From an optimization exercise on the open Yosys and OpenROAD flow, aimed at small area, a short achievable clock period and few clock cycles per item; shortcuts taken in it are not production practice. In this exercise RTL edits were held to simulation tests only and were not proved equivalent to the original.

==> flow/design.v (outline; a module is shown in full before it is edited, if it fits) <==
// module le_lane: 469 lines
// module le_mac6: 3881 lines
module le_lane (
    input  wire         clk,
    input  wire         rst,         
    input  wire         start,
    output wire         ready,
    output reg          done,
    input  wire [1:0]   typ,         
    input  wire [2:0]   nnotch,      
    input  wire [1:0]   mode,        
    input  wire         xfer_i,      
    input  wire [379:0] notch_c,     
    input  wire [132:0] type_c,      
    input  wire [15:0]  umin,
    input  wire [15:0]  umax,
    input  wire [14:0]  dumax,
    input  wire [15:0]  r,
    input  wire [15:0]  y,
    input  wire [15:0]  v,
    input  wire [15:0]  t,
    input  wire [39:0]  integ_i,
    input  wire [15:0]  uprev_i,
    input  wire [15:0]  xs0_i,       
    input  wire [15:0]  xs1_i,       
    input  wire [255:0] nst_i,       
    output reg  [15:0]  u_o,
    output reg  [39:0]  integ_o,
    output reg  [15:0]  xs0_o,
    output reg  [15:0]  xs1_o,
    output reg  [255:0] nst_o,
    output reg          xfer_o,
    output reg          accsat,
    output reg          rlim,
    output reg          ulim
);
  // ...
==> flow/run.sh <==
#!/bin/bash
# synth_recipe.tcl (not shown) runs the flow's synth.tcl, then flattens the netlist and writes it again
# the make line also repeats each setting of config.mk as NAME=value (left out here)
make -C /OpenROAD-flow-scripts/flow DESIGN_CONFIG=/design/flow/config.mk WORK_HOME=/design/flow/orfs CLKGATE_MAP_FILE= SYNTH_SCRIPT=/design/flow/synth_recipe.tcl finish
==> flow/config.mk <==
export PLATFORM = sky130hd
export DESIGN_NAME = le_lane
export DESIGN_NICKNAME = le_lane
export VERILOG_FILES = /design/flow/design.v
export SDC_FILE = /design/flow/constraint.sdc
export NUM_CORES = 4
export LEC_CHECK = 0
export CAP_MARGIN = 20
export CORE_MARGIN = 2
export CORE_UTILIZATION = 35
export SETUP_SLACK_MARGIN = 0.2
export SLEW_MARGIN = 20
==> flow/constraint.sdc <==
create_clock -name core_clock -period 18.0 [get_ports {clk}]
set_input_delay 3.6000 -clock core_clock [delete_from_list [all_inputs] [get_ports {clk}]]
set_output_delay 3.6000 -clock core_clock [all_outputs]
set_load 0.01 [all_outputs]
==> results.tsv, run 1 <==
metric	value	unit
number of flip-flops in the largest register	192	
RR Endpoint	accb[33]	
M1 WL	229000	um
leading cell type in the layout, fill and taps excluded	clkdlybuf4s50_1	
sequential cell area share	0.162	
Post-synth EDFFs	148	
Final Cycle Share	0.567	
reg-to-reg startpoint	accb[33]	
core area	232000	um2
CP max stage cell	o21ai_2	
post-synth design cell area	81600	um2
clock slew at reported path FFs	0.07	ns
met3 wire length	102000	um
main flop type after synthesis	dfxtp_1	
Max clock buf depth	3	
TritonRoute pass-1 iters	9	
fin crit period	10.21	ns
largest register by flop count	nsr	
reg2reg setup slack	8.85	ns
Crit. path cell count	16	
met2 GRT Util	0.688	
status	finished clean	
die area	237000	um2
Logic inverters	836	
sequential-to-total area share from yosys stat	0.203	
Distinct cells, synth	106	
met3 usage	0.281	
IO buf count	1328	
grt met1 use	0.610	
Testbench counts, summed over its fixed seeds: cycles 49,367, samples 8,000.
==> module le_lane, before the edit <==
module le_lane (
    input  wire         clk,
    input  wire         rst,         
    input  wire         start,
    output wire         ready,
    output reg          done,
    input  wire [1:0]   typ,         
    input  wire [2:0]   nnotch,      
    input  wire [1:0]   mode,        
    input  wire         xfer_i,      
    input  wire [379:0] notch_c,     
    input  wire [132:0] type_c,      
    input  wire [15:0]  umin,
    input  wire [15:0]  umax,
    input  wire [14:0]  dumax,
    input  wire [15:0]  r,
    input  wire [15:0]  y,
    input  wire [15:0]  v,
    input  wire [15:0]  t,
    input  wire [39:0]  integ_i,
    input  wire [15:0]  uprev_i,
    input  wire [15:0]  xs0_i,       
    input  wire [15:0]  xs1_i,       
    input  wire [255:0] nst_i,       
    output reg  [15:0]  u_o,
    output reg  [39:0]  integ_o,
    output reg  [15:0]  xs0_o,
    output reg  [15:0]  xs1_o,
    output reg  [255:0] nst_o,
    output reg          xfer_o,
    output reg          accsat,
    output reg          rlim,
    output reg          ulim
);
    localparam T_PID2 = 2'd1, T_LEADLAG = 2'd2, T_FILTER = 2'd3;
    localparam M_AUTO = 2'd0, M_MANUAL = 2'd1, M_TRACK = 2'd2, M_FREEZE = 2'd3;
    localparam O_IDLE = 4'd0,  O_Q   = 4'd1,  O_P1  = 4'd2,  O_P2  = 4'd3,
               O_P3   = 4'd4,  O_P4  = 4'd5,  O_P4A = 4'd6,  O_P4B = 4'd7,
               O_W    = 4'd8,  O_P5A = 4'd9,  O_P5B = 4'd10, O_P6R = 4'd11,
               O_L1   = 4'd12, O_L2  = 4'd13, O_PC  = 4'd14, O_L0 = 4'd15;
    reg [3:0] op;
    reg [1:0] bi;        
    reg       bk;        
    reg       pend;      
    reg [1:0] pb;        
    reg       cf;        
    reg       pid_r, law_r, llauto_r, ymode_r;
    assign ready = (op == O_IDLE) || (op == O_PC);
    function [22:0] pre(input [18:0] cw);      
        pre = $signed({{7{cw[15]}}, cw[15:0]}) <<< cw[18:16];
    endfunction
    function [23:0] benc(input [15:0] x, input ng);
        integer j;
        reg b2, b1, b0;
        begin
            for (j = 0; j < 8; j = j + 1) begin
                b2 = x[2*j+1];
                b1 = x[2*j];
                b0 = (j == 0) ? 1'b0 : x[2*j-1];
                benc[3*j+2] = (b2 & ~(b1 & b0)) ^ ng;
                benc[3*j+1] = (b2 & ~b1 & ~b0) | (~b2 & b1 & b0);
                benc[3*j]   = b1 ^ b0;
            end
        end
    endfunction
    function [15:0] ssub(input [15:0] a, input [15:0] b);    
        reg [16:0] d;
        begin
            d = {a[15], a} - {b[15], b};
            if (d[16] != d[15])
                ssub = d[16] ? 16'h8000 : 16'h7FFF;
            else
                ssub = d[15:0];
        end
    endfunction
    function [15:0] putr(input [41:0] s, input z);
        reg [26:0] q;
        begin
            q = {s[41:16], s[15] & !z};
            if (q[26:15] == 12'h000 || q[26:15] == 12'hFFF)
                putr = q[15:0];
            else
                putr = q[26] ? 16'h8000 : 16'h7FFF;
        end
    endfunction
    function [39:0] sat40(input [41:0] s);
        if (s[41:39] == 3'b000 || s[41:39] == 3'b111)
            sat40 = s[39:0];
        else
            sat40 = s[41] ? 40'h80_0000_0000 : 40'h7F_FFFF_FFFF;
    endfunction
    function ovf40(input [41:0] s);
        ovf40 = !(s[41:39] == 3'b000 || s[41:39] == 3'b111);
    endfunction
    function [41:0] sx40(input [39:0] a);
        sx40 = {{2{a[39]}}, a};
    endfunction
    function [39:0] iclamp(input [41:0] a, input [15:0] lo, input [15:0] hi);
        reg [26:0] q;
        begin
            q = a[41:15];
            if ($signed(q) < $signed({{11{lo[15]}}, lo}))
                iclamp = {{9{lo[15]}}, lo, 15'd0};
            else if ($signed(q) > $signed({{11{hi[15]}}, hi}) ||
                     (q == {{11{hi[15]}}, hi} && a[14:0] != 15'd0))
                iclamp = {{9{hi[15]}}, hi, 15'd0};
            else
                iclamp = a[39:0];
        end
    endfunction
    wire        m_auto   = (mode == M_AUTO);
    wire        pid      = (typ == T_PID2);
    wire        llauto   = (typ == T_LEADLAG) && m_auto;
    wire        law      = pid && m_auto && !xfer_i;      
    wire        limit_on = !(mode == M_FREEZE || (pid && m_auto && xfer_i));
    wire        rate     = (mode == M_AUTO) || (mode == M_MANUAL);
    wire [18:0] K_KPB = type_c[19*0 +: 19];      
    wire [18:0] K_KPN = type_c[19*1 +: 19];      
    wire [18:0] K_KI  = type_c[19*2 +: 19];      
    wire [18:0] K_DC  = type_c[19*3 +: 19];
    wire [18:0] K_AD  = type_c[19*4 +: 19];
    wire [18:0] K_BD  = type_c[19*5 +: 19];
    wire [18:0] K_KFF = type_c[19*6 +: 19];
    wire        fastc = (integ_i[39] == integ_i[38]) &&
                        !(K_KI[18] & K_KI[17]) && !(K_KPB[18] & K_KPB[17]) &&
                        !(K_KPN[18] & K_KPN[17]) && !(K_KFF[18] & K_KFF[17]);
    wire [17:0] umin18 = {{2{umin[15]}}, umin};
    wire [17:0] umax18 = {{2{umax[15]}}, umax};
    wire [17:0] up18   = {{2{uprev_i[15]}}, uprev_i};
    wire        rate_on = limit_on && rate && (dumax != 15'd0);
    wire [17:0] rlo_n  = rate_on ? up18 - {3'b000, dumax} : 18'h20000;
    wire [17:0] rhi_n  = rate_on ? up18 + {3'b000, dumax} : 18'h1FFFF;
    reg  [17:0] rlo, rhi;                
    reg         lim_r;                   
    reg  [15:0] u0bc;                    
    reg  [15:0] uminr, umaxr;
    always @(posedge clk) begin
        rlo   <= rlo_n;
        rhi   <= rhi_n;
        lim_r <= limit_on;
        u0bc  <= (limit_on && mode != M_AUTO) ? t : uprev_i;
        uminr <= umin;
        umaxr <= umax;
    end
    wire [17:0] umin18r = {{2{uminr[15]}}, uminr};
    wire [17:0] umax18r = {{2{umaxr[15]}}, umaxr};
    wire        rlo_lt = $signed(rlo) < $signed(umin18r);
    wire        rlo_gt = $signed(rlo) > $signed(umax18r);
    wire        rhi_lt = $signed(rhi) < $signed(umin18r);
    wire        rhi_gt = $signed(rhi) > $signed(umax18r);
    reg  [17:0] clo, chi;                
    reg         rlo_cut, rhi_cut;        
    always @(posedge clk) begin
        clo <= !lim_r ? 18'h20000 : rlo_lt ? umin18r : rlo_gt ? umax18r : rlo;
        chi <= !lim_r ? 18'h1FFFF : rhi_lt ? umin18r : rhi_gt ? umax18r : rhi;
        rlo_cut <= rlo_lt | rlo_gt;
        rhi_cut <= rhi_lt | rhi_gt;
    end
    wire [17:0] ubc18 = {{2{u0bc[15]}}, u0bc};
    wire [17:0] ubx1  = ($signed(ubc18) < $signed(rlo)) ? rlo :
                        ($signed(ubc18) > $signed(rhi)) ? rhi : ubc18;
    reg  [15:0] ulbc;
    always @(posedge clk)
        ulbc <= !lim_r ? u0bc :
                ($signed(ubx1) < $signed(umin18r)) ? uminr :
                ($signed(ubx1) > $signed(umax18r)) ? umaxr : ubx1[15:0];
    reg  [22:0] c0, c1, c2;
    reg  [23:0] e0, e1, e2;
    reg         rnd;
    reg         bs_accb, bs_acca, bs_nym, bs_ul;    
    reg         bs_d, bs_dr, d_neg;                 
    reg         wr_accb, wr_acca;                   
    reg  [41:0] accb;
    reg  [41:0] acca;        
    reg  [15:0] ymr;         
    wire [39:0] accas  = sat40(acca);
    reg         tie_a, tie_b;    
    wire [15:0] putb   = putr(accb, tie_b);
    wire [15:0] puta   = putr(acca, tie_a);
    wire [15:0] ym_op  = pend ? putb : ymr;              
    wire [15:0] ym_cur = ym_op;                          
    wire [16:0] d2src  = bs_nym ? {ym_op[15], ym_op} : bs_dr ? {xs1_o[15], xs1_o} :
                         {putb[15], putb};
    wire [16:0] d2     = (bs_nym || bs_d || bs_dr) ? (d2src ^ {17{d_neg}}) : 17'd0;
    wire [41:0] base = ({42{bs_accb}} & accb) |
                       ({42{bs_acca}} & sx40(accas)) |
                       ({42{bs_ul}}   & {{11{ulbc[15]}}, ulbc, 15'd0});
    wire [41:0] ta, tb;
    le_mac6 u_mac (.c0(c0), .e0(e0), .c1(c1), .e1(e1), .c2(c2), .e2(e2),
                   .d2(d2), .base(base), .rnd(rnd), .c15(d_neg),
                   .ta(ta), .tb(tb));
    wire [41:0] s = ta + tb;
    reg  [3:0] nop;
    reg  [1:0] nbi;
    reg        nbk;
    reg  [3:0] first_law;
    always @(*) begin
        if (pid)         first_law = O_P1;
        else if (llauto) first_law = O_L1;
        else             first_law = ready ? O_W : O_PC;    
    end
    always @(*) begin
        nop = op;
        nbi = bi;
        nbk = bk;
        case (op)
            O_IDLE, O_PC: begin
                nbi = 2'd0;
                nbk = 1'b0;
                if (start)
                    nop = (nnotch != 3'd0) ? O_Q : first_law;
                else
                    nop = O_IDLE;
            end
            O_Q: begin
                if (bk) begin
                    nbk = 1'b0;
                    nbi = bi + 2'd1;
                    if ({1'b0, bi} + 3'd1 == nnotch)
                        nop = first_law;
                end else begin
                    nbk = 1'b1;
                end
            end
            O_P1:  nop = O_P2;
            O_P2:  nop = O_P3;
            O_P3:  nop = (law && !fastc) ? O_P4A : O_P4;
            O_P4:  nop = O_PC;
            O_W:   nop = O_PC;
            O_P4A: nop = O_P4B;
            O_P4B: nop = O_P5A;
            O_P5A: nop = O_P5B;
            O_P5B: nop = O_P6R;
            O_P6R: nop = O_PC;
            O_L1:  nop = O_L2;
            O_L2:  nop = O_PC;
            default: nop = O_IDLE;
        endcase
    end
    reg  [15:0] rr;
    always @(posedge clk)
        rr <= r;
    wire [15:0] e_cur  = ssub(rr, ym_cur);
    wire [15:0] dw_cur = ssub(putb, xs0_o);
    wire [94:0] ncs = notch_c[95 * nbi +: 95];
    wire [63:0] nss = nst_i[64 * nbi +: 64];
    wire [15:0] xchain = (nbi == 2'd0) ? y : putb;
    reg [18:0] fc0, fc1, fc2;
    reg [15:0] fx0, fx1, fx2;
    reg        fneg, frnd, fb_accb, fb_acca, fb_nym, fb_ul, fb_d, fb_dr, fw_accb, fw_acca;
    always @(*) begin
        fc0 = 19'd0; fx0 = 16'd0;
        fc1 = 19'd0; fx1 = 16'd0;
        fc2 = 19'd0; fx2 = 16'd0;
        fneg = 1'b0; frnd = 1'b0;
        fb_accb = 1'b0; fb_acca = 1'b0; fb_nym = 1'b0; fb_ul = 1'b0; fb_d = 1'b0; fb_dr = 1'b0;
        fw_accb = 1'b0; fw_acca = 1'b0;
        case (nop)
            O_Q: begin
                fw_accb = 1'b1;
                if (!nbk) begin
                    fc0 = ncs[19*1 +: 19]; fx0 = nss[15:0];
                    fc1 = ncs[19*2 +: 19]; fx1 = nss[31:16];
                    fc2 = ncs[19*3 +: 19]; fx2 = nss[47:32];
                end else begin
                    fc0 = ncs[19*0 +: 19]; fx0 = xchain;
                    fc1 = ncs[19*4 +: 19]; fx1 = nss[63:48];
                    fb_accb = 1'b1; frnd = 1'b1;
                end
            end
            O_P1: begin
                fc0 = K_DC; fx0 = r;
                fb_nym = 1'b1; frnd = 1'b1; fw_accb = 1'b1;
            end
            O_P2: begin
                fc0 = law ? K_KI : 19'd0; fx0 = e_cur;
                fb_acca = law; fb_ul = !law; fw_acca = 1'b1;
            end
            O_P3: begin
                fc0 = K_AD; fx0 = xs1_i; fc1 = K_BD; fx1 = dw_cur;
                frnd = 1'b1; fw_accb = 1'b1;
            end
            O_P4: begin
                fc0 = K_KPB; fx0 = r; fc1 = K_KPN; fx1 = ym_cur; fc2 = K_KFF; fx2 = v;
                fneg = !law; frnd = law; fb_acca = 1'b1; fb_d = 1'b1; fw_acca = 1'b1;
            end
            O_P4A: begin fc0 = K_KPB; fx0 = r;      fb_acca = 1'b1; fw_acca = 1'b1; end
            O_P4B: begin fc1 = K_KPN; fx1 = ym_cur; fb_acca = 1'b1; fw_acca = 1'b1; end
            O_P5A: begin fb_dr = 1'b1;              fb_acca = 1'b1; fw_acca = 1'b1; end
            O_P5B: begin fc2 = K_KFF; fx2 = v;      fb_acca = 1'b1; fw_acca = 1'b1; end
            O_P6R: begin frnd = 1'b1;               fb_acca = 1'b1; fw_acca = 1'b1; end
            O_L1: begin
                fc1 = K_KPN; fx1 = xs0_i; fc2 = K_KI; fx2 = uprev_i;
                fw_accb = 1'b1;
            end
            O_L2: begin
                fc0 = K_KPB; fx0 = e_cur;
                fb_accb = 1'b1; frnd = 1'b1; fw_accb = 1'b1;
            end
            default: ;
        endcase
    end
    reg         dpos, dneg;      
    wire        big0 = (c0 == 23'h400000) && (e0 == 24'hC00000);
    wire        big1 = (c1 == 23'h400000) && (e1 == 24'hC00000);
    wire        big2 = (c2 == 23'h400000) && (e2 == 24'hC00000);
    wire [39:0] icl_a = iclamp(acca, uminr, umaxr);
    wire [39:0] icl_i = iclamp(sx40(integ_i), umin, umax);
    reg  [39:0] integ_r;         
    reg         accs_r;          
    wire        clo_in = (clo != 18'h38000);             
    wire        chi_in = (chi != 18'h07FFF);             
    wire        rlo_in = ($signed(rlo) > $signed(18'h38000));
    wire        rhi_in = ($signed(rhi) < $signed(18'h07FFF));
    wire [26:0] clo27  = {{9{clo[17]}}, clo};
    wire [26:0] chi27  = {{9{chi[17]}}, chi};
    wire [26:0] rlo27  = {{9{rlo[17]}}, rlo};
    wire [26:0] rhi27  = {{9{rhi[17]}}, rhi};
    wire [26:0] qa     = {acca[41:16], acca[15] & !tie_a};
    wire        la_clo = ($signed(qa) < $signed(clo27)) && clo_in;
    wire        ga_chi = ($signed(qa) > $signed(chi27)) && chi_in;
    wire        la_rlo = ($signed(qa) < $signed(rlo27)) && rlo_in;
    wire        ga_rhi = ($signed(qa) > $signed(rhi27)) && rhi_in;
    wire [15:0] ul_a   = la_clo ? clo[15:0] : ga_chi ? chi[15:0] : puta;
    wire        rlim_a = la_rlo | ga_rhi;
    wire        ulim_a = la_rlo ? rlo_cut : ga_rhi ? rhi_cut : (la_clo | ga_chi);
    wire        hold   = (dpos && ga_chi) || (dneg && la_clo);
    wire [26:0] qb     = {accb[41:16], accb[15] & !tie_b};
    wire        lb_clo = ($signed(qb) < $signed(clo27)) && clo_in;
    wire        gb_chi = ($signed(qb) > $signed(chi27)) && chi_in;
    wire        lb_rlo = ($signed(qb) < $signed(rlo27)) && rlo_in;
    wire        gb_rhi = ($signed(qb) > $signed(rhi27)) && rhi_in;
    wire [15:0] ul_b   = lb_clo ? clo[15:0] : gb_chi ? chi[15:0] : putb;
    wire        rlim_b = lb_rlo | gb_rhi;
    wire        ulim_b = lb_rlo ? rlo_cut : gb_rhi ? rhi_cut : (lb_clo | gb_chi);
    wire [17:0] uc18   = {{2{u0bc[15]}}, u0bc};
    wire        lt_rlo = $signed(uc18) < $signed(rlo);
    wire        gt_rhi = $signed(uc18) > $signed(rhi);
    wire        lt_clo = $signed(uc18) < $signed(clo);
    wire        gt_chi = $signed(uc18) > $signed(chi);
    wire [15:0] ul_c   = lt_clo ? clo[15:0] : gt_chi ? chi[15:0] : u0bc;
    wire        rlim_c = lt_rlo | gt_rhi;
    wire        ulim_c = lt_rlo ? rlo_cut : gt_rhi ? rhi_cut : (lt_clo | gt_chi);
    wire        bq_ovf = ($signed(accb) > $signed({3'b001, 24'h000000, 15'h3FFF})) ||
                         ($signed(accb) < $signed({3'b111, 24'h000000, 15'h4000}));
    always @(posedge clk) begin
        if (rst)
            op <= O_IDLE;
        else
            op <= nop;
        bi   <= nbi;
        bk   <= nbk;
        c0   <= pre(fc0);
        c1   <= pre(fc1);
        c2   <= pre(fc2);
        e0   <= benc(fx0, fneg);
        e1   <= benc(fx1, fneg);
        e2   <= benc(fx2, fneg);
        bs_d <= fb_d;
        bs_dr <= fb_dr;
        d_neg <= fb_nym || (fb_d && fneg);    
        rnd  <= frnd;
        bs_accb <= fb_accb; bs_acca <= fb_acca; bs_nym <= fb_nym; bs_ul <= fb_ul;
        wr_accb <= fw_accb; wr_acca <= fw_acca;
        pend <= (op == O_Q) && bk;
        pb   <= bi;
        if (ready) begin
            pid_r    <= pid;
            law_r    <= law;
            llauto_r <= llauto;
            ymode_r  <= !pid && m_auto;
        end
        if (nop == O_P2) begin
            dpos <= (K_KI[15:0] != 16'd0) && (e_cur != 16'd0) && !(K_KI[15] ^ e_cur[15]) &&
                    (integ_i != 40'h7F_FFFF_FFFF);
            dneg <= (K_KI[15:0] != 16'd0) && (e_cur != 16'd0) &&  (K_KI[15] ^ e_cur[15]) &&
                    (integ_i != 40'h80_0000_0000);
        end
        if (ready) begin
            accb  <= {{11{y[15]}}, y, 15'h4000};     
            tie_b <= 1'b0;
        end else if (wr_accb) begin
            accb  <= s;
            tie_b <= (s[14:0] == 15'd0);
        end else if (op == O_P4 || op == O_P6R) begin
            accb  <= sx40(icl_i);     
        end
        if (ready) begin
            acca  <= sx40(integ_i);
        end else if (wr_acca) begin
            acca  <= s;
            tie_a <= (s[14:0] == 15'd0);
        end
        if (op == O_Q) begin
            if (!bk)
                cf <= big0 & big1 & big2;
            else
                cf <= cf & big0;
        end
        xfer_o <= m_auto ? 1'b0 : xfer_i;
        if (ready) begin
            integ_r <= integ_i;
            accs_r  <= 1'b0;
            ymr     <= y;
        end else begin
            if (pend) begin
                ymr <= putb;
                if (cf || bq_ovf) accs_r <= 1'b1;
            end
            if (law_r && (op == O_P2 || op == O_P4A || op == O_P4B ||
                          op == O_P5A || op == O_P5B) && ovf40(s))
                accs_r <= 1'b1;
            if (op == O_P3 && law_r)
                integ_r <= icl_a;                
        end
        if (op == O_P2)
            xs0_o <= putb;
        else if (nop == O_L2)
            xs0_o <= e_cur;
        else if (ready)
            xs0_o <= xs0_i;
        if (op == O_P4 || op == O_P4A)
            xs1_o <= putb;
        else if (ready)
            xs1_o <= xs1_i;
    end
    always @(*) begin
        done    = (op == O_PC);
        u_o     = law_r ? ul_a : ymode_r ? ul_b : ul_c;
        rlim    = law_r ? rlim_a : ymode_r ? rlim_b : rlim_c;
        ulim    = law_r ? ulim_a : ymode_r ? ulim_b : ulim_c;
        accsat  = accs_r || (pend && (cf || bq_ovf));
        if (law_r && hold)
            integ_o = accb[39:0];                
        else if (pid_r && !law_r)
            integ_o = icl_a;                     
        else
            integ_o = integ_r;                   
    end
    reg  [63:0] y1r;             
    reg  [191:0] nsr;            
    genvar gb;
    generate
        for (gb = 0; gb < 4; gb = gb + 1) begin : g_bq
            wire use_b = (nnotch > gb);
            always @(posedge clk) begin
                if (gb == 0)
                    nsr[0 +: 16] <= use_b ? y : nst_i[0 +: 16];
                else
                    nsr[48*gb +: 16] <= use_b ? y1r[16*(gb-1) +: 16] : nst_i[64*gb +: 16];
                nsr[48*gb + 16 +: 16] <= use_b ? nst_i[64*gb +: 16]      : nst_i[64*gb + 16 +: 16];
                nsr[48*gb + 32 +: 16] <= use_b ? nst_i[64*gb + 32 +: 16] : nst_i[64*gb + 48 +: 16];
                if (!use_b)
                    y1r[16*gb +: 16] <= nst_i[64*gb + 32 +: 16];
                else if (pend && pb == gb)
                    y1r[16*gb +: 16] <= putb;
            end
        end
    endgenerate
    integer ob;
    always @(*) begin
        for (ob = 0; ob < 4; ob = ob + 1) begin
            nst_o[64*ob +: 16]      = nsr[48*ob +: 16];
            nst_o[64*ob + 16 +: 16] = nsr[48*ob + 16 +: 16];
            nst_o[64*ob + 32 +: 16] = (pend && {30'd0, pb} == ob) ? putb : y1r[16*ob +: 16];
            nst_o[64*ob + 48 +: 16] = nsr[48*ob + 32 +: 16];
        end
    end
endmodule
==> run 2: changes to the inputs <==
--- a/flow/design.v
+++ b/flow/design.v
@@ -308,28 +308,27 @@
     wire [39:0] icl_i = iclamp(sx40(integ_i), umin, umax);
     reg  [39:0] integ_r;         
     reg         accs_r;          
-    wire        clo_in = (clo != 18'h38000);             
-    wire        chi_in = (chi != 18'h07FFF);             
+    reg         ovf_r;           
+    wire        clo_in = ($signed(clo) > $signed(18'h38000));
+    wire        chi_in = ($signed(chi) < $signed(18'h07FFF));
     wire        rlo_in = ($signed(rlo) > $signed(18'h38000));
     wire        rhi_in = ($signed(rhi) < $signed(18'h07FFF));
-    wire [26:0] clo27  = {{9{clo[17]}}, clo};
-    wire [26:0] chi27  = {{9{chi[17]}}, chi};
-    wire [26:0] rlo27  = {{9{rlo[17]}}, rlo};
-    wire [26:0] rhi27  = {{9{rhi[17]}}, rhi};
     wire [26:0] qa     = {acca[41:16], acca[15] & !tie_a};
-    wire        la_clo = ($signed(qa) < $signed(clo27)) && clo_in;
-    wire        ga_chi = ($signed(qa) > $signed(chi27)) && chi_in;
-    wire        la_rlo = ($signed(qa) < $signed(rlo27)) && rlo_in;
-    wire        ga_rhi = ($signed(qa) > $signed(rhi27)) && rhi_in;
+    wire        fa     = (qa[26:17] == 10'h000) || (qa[26:17] == 10'h3FF);
+    wire        la_clo = (fa ? ($signed(qa[17:0]) < $signed(clo)) :  qa[26]) && clo_in;
+    wire        ga_chi = (fa ? ($signed(qa[17:0]) > $signed(chi)) : !qa[26]) && chi_in;
+    wire        la_rlo = (fa ? ($signed(qa[17:0]) < $signed(rlo)) :  qa[26]) && rlo_in;
+    wire        ga_rhi = (fa ? ($signed(qa[17:0]) > $signed(rhi)) : !qa[26]) && rhi_in;
     wire [15:0] ul_a   = la_clo ? clo[15:0] : ga_chi ? chi[15:0] : puta;
     wire        rlim_a = la_rlo | ga_rhi;
     wire        ulim_a = la_rlo ? rlo_cut : ga_rhi ? rhi_cut : (la_clo | ga_chi);
     wire        hold   = (dpos && ga_chi) || (dneg && la_clo);
     wire [26:0] qb     = {accb[41:16], accb[15] & !tie_b};
-    wire        lb_clo = ($signed(qb) < $signed(clo27)) && clo_in;
-    wire        gb_chi = ($signed(qb) > $signed(chi27)) && chi_in;
-    wire        lb_rlo = ($signed(qb) < $signed(rlo27)) && rlo_in;
-    wire        gb_rhi = ($signed(qb) > $signed(rhi27)) && rhi_in;
+    wire        fb     = (qb[26:17] == 10'h000) || (qb[26:17] == 10'h3FF);
+    wire        lb_clo = (fb ? ($signed(qb[17:0]) < $signed(clo)) :  qb[26]) && clo_in;
+    wire        gb_chi = (fb ? ($signed(qb[17:0]) > $signed(chi)) : !qb[26]) && chi_in;
+    wire        lb_rlo = (fb ? ($signed(qb[17:0]) < $signed(rlo)) :  qb[26]) && rlo_in;
+    wire        gb_rhi = (fb ? ($signed(qb[17:0]) > $signed(rhi)) : !qb[26]) && rhi_in;
     wire [15:0] ul_b   = lb_clo ? clo[15:0] : gb_chi ? chi[15:0] : putb;
     wire        rlim_b = lb_rlo | gb_rhi;
     wire        ulim_b = lb_rlo ? rlo_cut : gb_rhi ? rhi_cut : (lb_clo | gb_chi);
@@ -398,6 +397,8 @@
                 cf <= cf & big0;
         end
         xfer_o <= m_auto ? 1'b0 : xfer_i;
+        ovf_r <= !ready && law_r && (op == O_P2 || op == O_P4A || op == O_P4B ||
+                                     op == O_P5A || op == O_P5B) && ovf40(s);
         if (ready) begin
             integ_r <= integ_i;
             accs_r  <= 1'b0;
@@ -407,8 +408,7 @@
                 ymr <= putb;
                 if (cf || bq_ovf) accs_r <= 1'b1;
             end
-            if (law_r && (op == O_P2 || op == O_P4A || op == O_P4B ||
-                          op == O_P5A || op == O_P5B) && ovf40(s))
+            if (ovf_r)
                 accs_r <= 1'b1;
             if (op == O_P3 && law_r)
                 integ_r <= icl_a;                
@@ -429,7 +429,7 @@
         u_o     = law_r ? ul_a : ymode_r ? ul_b : ul_c;
         rlim    = law_r ? rlim_a : ymode_r ? rlim_b : rlim_c;
         ulim    = law_r ? ulim_a : ymode_r ? ulim_b : ulim_c;
-        accsat  = accs_r || (pend && (cf || bq_ovf));
+        accsat  = accs_r || ovf_r || (pend && (cf || bq_ovf));
         if (law_r && hold)
             integ_o = accb[39:0];                
         else if (pid_r && !law_r)
==> results.tsv, run 2 <==
metric	value	unit	change
status	finished clean		unchanged
syn nets	11329		was 11385
Async SR Flop Fraction	0		unchanged
TritonRoute pass-1 iters	11		was 9
antenna-violating nets left	0		unchanged
most frequent cell after synthesis	nand2_1		unchanged
Max clock buf depth	3		unchanged
Clock Skew	0.140	ns	was 0.0832 ns
delay-heaviest family, CP	simple AND/OR/NAND/NOR gates		was buffers and inverters
yosys warns	1		unchanged
CP endpoint kind	register		was output port
total track usage	0.540		was 0.509
Largest stage delay, worst path	0.85	ns	was 0.80 ns
setup TNS	0	ns	unchanged
die area	234000	um2	was 237000 um2
# IOs	1329		unchanged
Post-synth top cells	1112 x nand2_1, 825 x inv_1, 607 x dfxtp_1		was 1136 x nand2_1, 828 x inv_1, 657 x ha_1
Hold WC Path Type	reg -> reg		unchanged
final RePlAce weighted congestion	1.12		was 1.20
FILL cells	22634		was 23014
hold path cells	0		unchanged
Synth area leader	dfxtp_1		unchanged
post-detail-place hpwl	536000	um	was 511000 um
initial antenna violation count	246		was 255
vias in the first global route	83298		was 82657
first-pass GRT wire length	841000	um	was 804000 um
post-synth top area share	0.151		was 0.149
Avg Vias per Cell	6.73		was 6.58
Avg WL per Cell	48.8	um	was 46.3 um
Gate Count Post-Synth	9161		was 9145
final hold viol count	0		unchanged
CTS Buf Count	98		was 99
Avg Cell Area, Syn	8.80	um2	was 8.93 um2
clock sinks	755		was 754
Post-synth EDFFs	148		unchanged
most frequent cells in the layout	1327 x clkdlybuf4s50_1, 1109 x nand2_1, 825 x inv_1, 603 x fa_1, 586 x ha_1		was 1327 x clkdlybuf4s50_1, 1133 x nand2_1, 827 x inv_1, 657 x ha_1, 604 x fa_1
Slew @ Worst Pin	1.34	ns	was 1.29 ns
CP arrival	11.03	ns	was 6.61 ns
worst rel slew slack	0.0981		was 0.134
RR Endpoint	accb[36]		was accb[33]
post-synth design cell area	80600	um2	was 81600 um2
Final Cycle Share	0.581		was 0.567
largest register by flop count	nsr		unchanged
storage element area	16700	um2	was 16600 um2
registers with the most flip-flops	nsr: 192 flops, y1r: 64 flops		unchanged
area grow syn2layout	25.9	%	about the same
R2R cell count	26		was 27
hold path start	bi[1]		unchanged
Synth area leaders	dfxtp_1 15%, fa_1 15%, ha_1 9.1%		was dfxtp_1 15%, fa_1 15%, ha_1 10%
Slew Viols, Final	0		unchanged
layout cells sized above 1	0.0912		was 0.0943
WP buf/inv	2		was 4
chip width	484	um	was 487 um
DRC Markers	0		unchanged
fin crit period	10.47	ns	was 10.21 ns
maxcap violations	0		unchanged
die height	484	um	was 487 um
core area	229000	um2	was 232000 um2
CP max stage cell	nor3_1		was o21ai_2
Rows	176		was 177
WS Path Type	reg -> reg		was reg -> out
critical path required time	18.57	ns	was 14.40 ns
largest net degree at the start of global routing	124		was 131
via count	90886		was 88865
dpl ws	7.95	ns	was 8.75 ns
hold_buf cts	0		unchanged
IO buf count	1328		unchanged
Setup Viol. Count Final	0		unchanged
Total Wirelength	659000	um	was 626000 um
nets	12361		was 12446
Worst Hold Path EP	pb[1]		unchanged
CTS resizes	0		unchanged
leading cell type in the layout, fill and taps excluded	clkdlybuf4s50_1		unchanged
RSZ-0062 raised after global routing	no		unchanged
clock slew at reported path FFs	0.07	ns	about the same
f_max	0.0955	GHz	was 0.0979 GHz
CTS tree	yes		unchanged
Final WS setup	7.53	ns	was 7.79 ns
CTS Root Cell	clkbuf_16		unchanged
Worst Setup Start Kind	register		unchanged
starting density of the core	0.351		about the same
Crit path top cell by count	fa_1		was a21o_1
reg2reg setup slack	7.53	ns	was 8.85 ns
multi-input logic area	58500	um2	was 59600 um2
Hold WS	0.419	ns	was 0.421 ns
htree depth	3		unchanged
sequential-to-total area share from yosys stat	0.206		was 0.203
reg-to-reg startpoint	accb[38]		was accb[33]
main flop type after synthesis	dfxtp_1		unchanged
grt ovf	0		unchanged
Iter 0 DRT Violations	16192		was 15003
Distinct cells, synth	101		was 106
number of flip-flops in the largest register	192		unchanged
Post-CTS Setup Inserts	0		unchanged
critical path fanouts, max	16		was 51
FF+latch count, synth	755		was 754
Worst-Skew Late Latency	0.83	ns	about the same
==> run 2: final cells by class <==
type | instances | share of cell area
clock inverter | 67 | 0.00812
antenna | 209 | 0.00515
multi-input combinational | 6886 | 0.576
sequential | 755 | 0.164
timing repair buffer | 1620 | 0.153
clock buffer | 117 | 0.0263
tap | 3026 | 0.0373
inverter | 832 | 0.0309
==> run 2: cell families after synthesis <==
kind of cell               share of synthesized area
adders and majority gates                      0.242
DFF                                            0.206
muxes                                         0.0845
buffers and inverters                         0.0727
and+or+nand+nor                                0.123
xor gates and xnor gates                      0.0766
AOI/OAI and AO/OA                              0.195
==> run 2: metrics by stage <==
stage | cell area (um2) | util | std cells
3_5_place_dp | 97500 | 0.425 | 13117
2_1_floorplan | 80600 | - | 9161
3_3_place_gp | 97500 | 0.425 | 13117
5_1_grt | 101000 | 0.441 | 13411
6_report | 102000 | 0.443 | 13512
4_1_cts | 101000 | 0.440 | 13301
==> run 2: worst max path at each step <==
| stage | from | to | slack (ns) | depth (start not counted) |
|---|---|---|---|---|
| final | accb[38] | accb[36] | 7.53 | 26 |
| after global routing | accb[38] | accb[36] | 7.40 | 26 |
| after CTS | accb[38] | accb[36] | 7.93 | 26 |
| after detailed placement | accb[38] | accb[36] | 7.95 | 26 |
| after global placement | accb[38] | accb[36] | 8.05 | 26 |
| after floorplan | e0[8] | accb[38] | 10.73 | 23 |
==> run 2: per-layer routing <==
| metal | part of all wire | wire [um] | vias up | global-route usage |
|---|---|---|---|---|
| li1 | - | - | 34573 | - |
| met1 | 0.37 | 243000 | 45410 | 0.662 |
| met2 | 0.37 | 247000 | 8757 | 0.702 |
| met3 | 0.16 | 108000 | 2046 | 0.292 |
| met4 | 0.089 | 58700 | 100 | 0.397 |
| met5 | 0.0024 | 1610 | - | 0.0222 |
Testbench counts of run 2, summed over its fixed seeds: cycles 49,367, samples 8,000.

[static timing again, ports no longer ideal]
How much do the figures lean on ideal ports? The routed layouts below were timed once more, with nothing changed but the port constraints.
Step 1 (the two cells are an assumption about what drives the block):
set clk [get_ports {clk}]
set_driving_cell -lib_cell sky130_fd_sc_hd__clkbuf_16 $clk
set_driving_cell -lib_cell sky130_fd_sc_hd__buf_2 [delete_from_list [all_inputs] $clk]
Step 2 also shifts input and output timing later by t, the mid clock arrival at the registers, as if the neighbouring blocks saw the same clock.
Three values: no drivers, after step 1, after step 2; two values: the first two.
run | shift t [ns] | setup slack, ns | worst setup path after step 2 | latest minus earliest clock arrival (ns) | worst register clock-pin slew, ns
run 1 | 0.890 | 7.790 / 7.685 / 8.315 | input to register | 0.088 / 0.088 | 0.07 / 0.07
run 2 | 0.838 | 7.534 / 7.534 / 7.534 | register to register | 0.140 / 0.140 | 0.09 / 0.09
After both steps setup and hold are still met in every run listed.
